What follows belongs to an exercise in optimizing a design on an open flow for small area, a short achievable clock period and few clock cycles per item; a production flow would make more cautious choices. In this exercise RTL edits were held to simulation tests only and were not proved equivalent to the original.

## job 8958
// rf_siphash
module rf_siphash (
    input  wire         clk,
    input  wire         rst,
    input  wire         key_we,
    input  wire [127:0] key,
    input  wire         in_valid,
    output wire         in_ready,
    input  wire [7:0]   in_prof,
    input  wire [7:0]   in_fam,
    input  wire [127:0] in_addr,
    input  wire [7:0]   in_plen,
    output wire         out_valid,
    input  wire         out_ready,
    output wire [63:0]  out_hash
);
Size: roughly 3500 cells after synthesis, ~450 flip-flops, roughly 350 I/O pins, ~0.032 mm^2 of cells after synthesis.
clock: 8.0 ns
lec_check: 0
cap_margin: 20
core_margin: 2
core_utilization: 55
place_density: 0.7
setup_slack_margin: 1.25
slew_margin: 20
standard.sh (not shown) runs the stock make flow with config.mk's settings and CLKGATE_MAP_FILE= SYNTH_SCRIPT=/design/flow/synth_recipe.tcl, a recipe that flattens the netlist after the stock synthesis.
==> flow/flow/run.sh <==
#!/bin/bash
# The standard layout (standard synthesis, floorplan, placement, CTS and
# routing), with the ports buffered by the smallest buffer cell instead of
# the clkdlybuf4s50_1 that buffer_ports picks by default.
set -euo pipefail
bash standard.sh "BUFFER_PORTS_ARGS=-buffer_cell sky130_fd_sc_hd__buf_1" finish > standard_flow.log 2>&1
Job 8958: no failed stages, no open violations at the end
Testbench counts of job 8958, summed over its fixed seeds: cycles 20,496, items 2,048.
Setup changes, job 8958 to job 6397
==> flow/run.sh (new file) <==
#!/bin/bash
# synth_recipe.tcl (not shown) runs the flow's synth.tcl, then flattens the netlist and writes it again
# the make line also repeats each setting of config.mk as NAME=value (left out here)
make -C /OpenROAD-flow-scripts/flow DESIGN_CONFIG=/design/flow/config.mk WORK_HOME=/design/flow/orfs CLKGATE_MAP_FILE= SYNTH_SCRIPT=/design/flow/synth_recipe.tcl finish
--- a/flow/config.mk
+++ b/flow/config.mk
@@ -9,5 +9,4 @@
 export CORE_MARGIN = 2
-export CORE_UTILIZATION = 55
-export PLACE_DENSITY = 0.7
-export SETUP_SLACK_MARGIN = 1.25
+export CORE_UTILIZATION = 40
+export SETUP_SLACK_MARGIN = 0.2
 export SLEW_MARGIN = 20
removed: flow/flow/run.sh
removed: flow/standard.sh
### Flow results
- When job 6397 is set beside job 8958, its critical path depth turns out to be 13% larger.
- Job 6397 vs job 8958 — layout overhead on the synthesized area rose 6.4 points.
- For the final core utilization, job 6397 came in 15 points lower than job 8958 did.
- Fraction of met1 tracks used by global routing sits lower in job 6397 than in job 8958.
- Routed via count divided by cell count went down by a little under 10% going from job 8958 to job 6397.
- Comparing job 8958 against job 6397, there is no change at all in number of buffers on the longest clock path.
- Compared to job 8958, job 6397 shows a narrower setup margin.
The following lists how job 8612 was set up differently from job 6397:
==> flow/flow/run.sh (new file) <==
#!/bin/bash
# The standard layout (standard synthesis, floorplan, placement, CTS and
# routing), with the ports buffered by the smallest buffer cell instead of
# the clkdlybuf4s50_1 that buffer_ports picks by default.
set -euo pipefail
bash standard.sh "BUFFER_PORTS_ARGS=-buffer_cell sky130_fd_sc_hd__buf_1" finish > standard_flow.log 2>&1
==> flow/standard.sh (new file) <==
#!/bin/bash
# synth_recipe.tcl (not shown) runs the flow's synth.tcl, then flattens the netlist and writes it again
# the make line also repeats each setting of config.mk as NAME=value (left out here)
make -C /OpenROAD-flow-scripts/flow DESIGN_CONFIG=/design/flow/config.mk WORK_HOME=/design/flow/orfs CLKGATE_MAP_FILE= SYNTH_SCRIPT=/design/flow/synth_recipe.tcl "${@:-finish}"
--- a/flow/config.mk
+++ b/flow/config.mk
@@ -9,4 +9,6 @@
 export CORE_MARGIN = 2
-export CORE_UTILIZATION = 40
-export SETUP_SLACK_MARGIN = 0.2
+export CORE_UTILIZATION = 60
+export CTS_BUF_LIST = sky130_fd_sc_hd__clkbuf_8
+export PLACE_DENSITY = 0.75
+export SETUP_SLACK_MARGIN = 1.75
 export SLEW_MARGIN = 20
removed: flow/run.sh
==> run summary <==
Re worst setup slack: job 8612 is 1.20 ns up on job 6397.
Summary of job 8612 over job 6397: area of the multi-input gates went up by 8.6%; time the final worst path needs with I/O delays and setup moved down; logic depth of the worst register-to-register path now larger.
Summary — relative slew slack, job 8612 relative to job 6397: higher, by 5.2 points.
Comparing job 8612 and job 6397, the lower final area was measured on job 8612.
Relative to job 6397, final period utilization has decreased by 15 points in job 8612.
Diff job 6397 -> job 8612: via count of the first global-routing pass moved up.
Inputs modified between job 8612 and job 2545:
--- a/flow/config.mk
+++ b/flow/config.mk
@@ -10,3 +10,2 @@
 export CORE_UTILIZATION = 60
-export CTS_BUF_LIST = sky130_fd_sc_hd__clkbuf_8
 export PLACE_DENSITY = 0.75
Results
Job 2545 ended with less routed wire length on met3 than job 8612.
Compared with job 8612, job 2545 shows a higher highest cell delay on the worst timing path.
[compare] base=job 8612 new=job 2545: share of the clock period used by the worst path after layout now smaller; number of nets in the final layout now smaller.
Taking job 8612 as the reference, in job 2545 first-iteration DRC count climbed 1.9%, first-pass GRT wire length barely changed, number of vias per cell climbed 0.92%, sequential share of layout area dropped 0.18 points.
Comparing job 2545 and job 8612, the higher number of cells in the finished layout apart from fillers is on job 8612.
v3[0] as the launching instance or port of the critical path was reported by job 8612, and v3[5] by job 2545.
#### Input delta (job 1408 over job 2545)
--- a/flow/config.mk
+++ b/flow/config.mk
@@ -10,4 +10,5 @@
 export CORE_UTILIZATION = 60
+export CTS_BUF_LIST = sky130_fd_sc_hd__clkbuf_8
 export PLACE_DENSITY = 0.75
-export SETUP_SLACK_MARGIN = 1.75
+export SETUP_SLACK_MARGIN = 2.0
 export SLEW_MARGIN = 20
- Of job 1408 and job 2545, it is job 1408 that has the higher multi-input gate share of the layout cell area.
- Final critical-path share of the clock period in job 1408 vs job 2545: down 0.52 points
- Number of optimization iterations in the first detailed-route pass was higher in job 1408 than in job 2545.
- When job 1408 is measured against job 2545, its worst setup slack turns out 0.042 ns higher.
- Against job 2545, the final cell area of job 1408 is higher.
- On transition time at the pin with the least slew margin: between job 2545 and job 1408, it ends up lower for job 2545.
--- input diff job 1408..job 9010 ---
--- a/flow/config.mk
+++ b/flow/config.mk
@@ -9,5 +9,7 @@
 export CORE_MARGIN = 2
-export CORE_UTILIZATION = 60
+export CORE_UTILIZATION = 55
 export CTS_BUF_LIST = sky130_fd_sc_hd__clkbuf_8
-export PLACE_DENSITY = 0.75
+export CTS_CLUSTER_DIAMETER = 60
+export CTS_CLUSTER_SIZE = 20
+export PLACE_DENSITY = 0.7
 export SETUP_SLACK_MARGIN = 2.0
Notes after the runs:
Higher finished layout cell area goes to job 1408 over job 9010. Register-to-register slack is lower on job 9010. Between job 9010 and job 1408, it is job 9010 whose count of clock-buffer cells in the layout is lower, by about 50%.

## static timing again, ports no longer ideal
No port has a modelled driver above. Below, the same layouts with a new extraction and two added sets of constraints. Step 1, drivers: a clkbuf_16 drives clk and a buf_2 each remaining input, both assumed. Step 2 times the ports against the registers' clock, not the clock port: input delays grow and output delays shrink by t, the midpoint of the rising clock arrivals with the driver on. a / b / c = no drivers / after step 1 / after step 2; a / b = the first two.
run | t (ns) | setup slack, ns | worst register clock-pin slew, ns
job 8958 | 0.697 | 1.189 / 1.189 / 1.189 | 0.07 / 0.07
job 6397 | 0.706 | 0.404 / 0.404 / 0.404 | 0.07 / 0.07
job 8612 | 0.769 | 1.605 / 1.605 / 1.605 | 0.07 / 0.07
job 2545 | 0.690 | 1.648 / 1.648 / 1.648 | 0.07 / 0.07
job 1408 | 0.772 | 1.689 / 1.689 / 1.689 | 0.07 / 0.07
job 9010 | 0.770 | 1.592 / 1.592 / 1.592 | 0.12 / 0.12
After both steps every run listed still meets setup and hold.
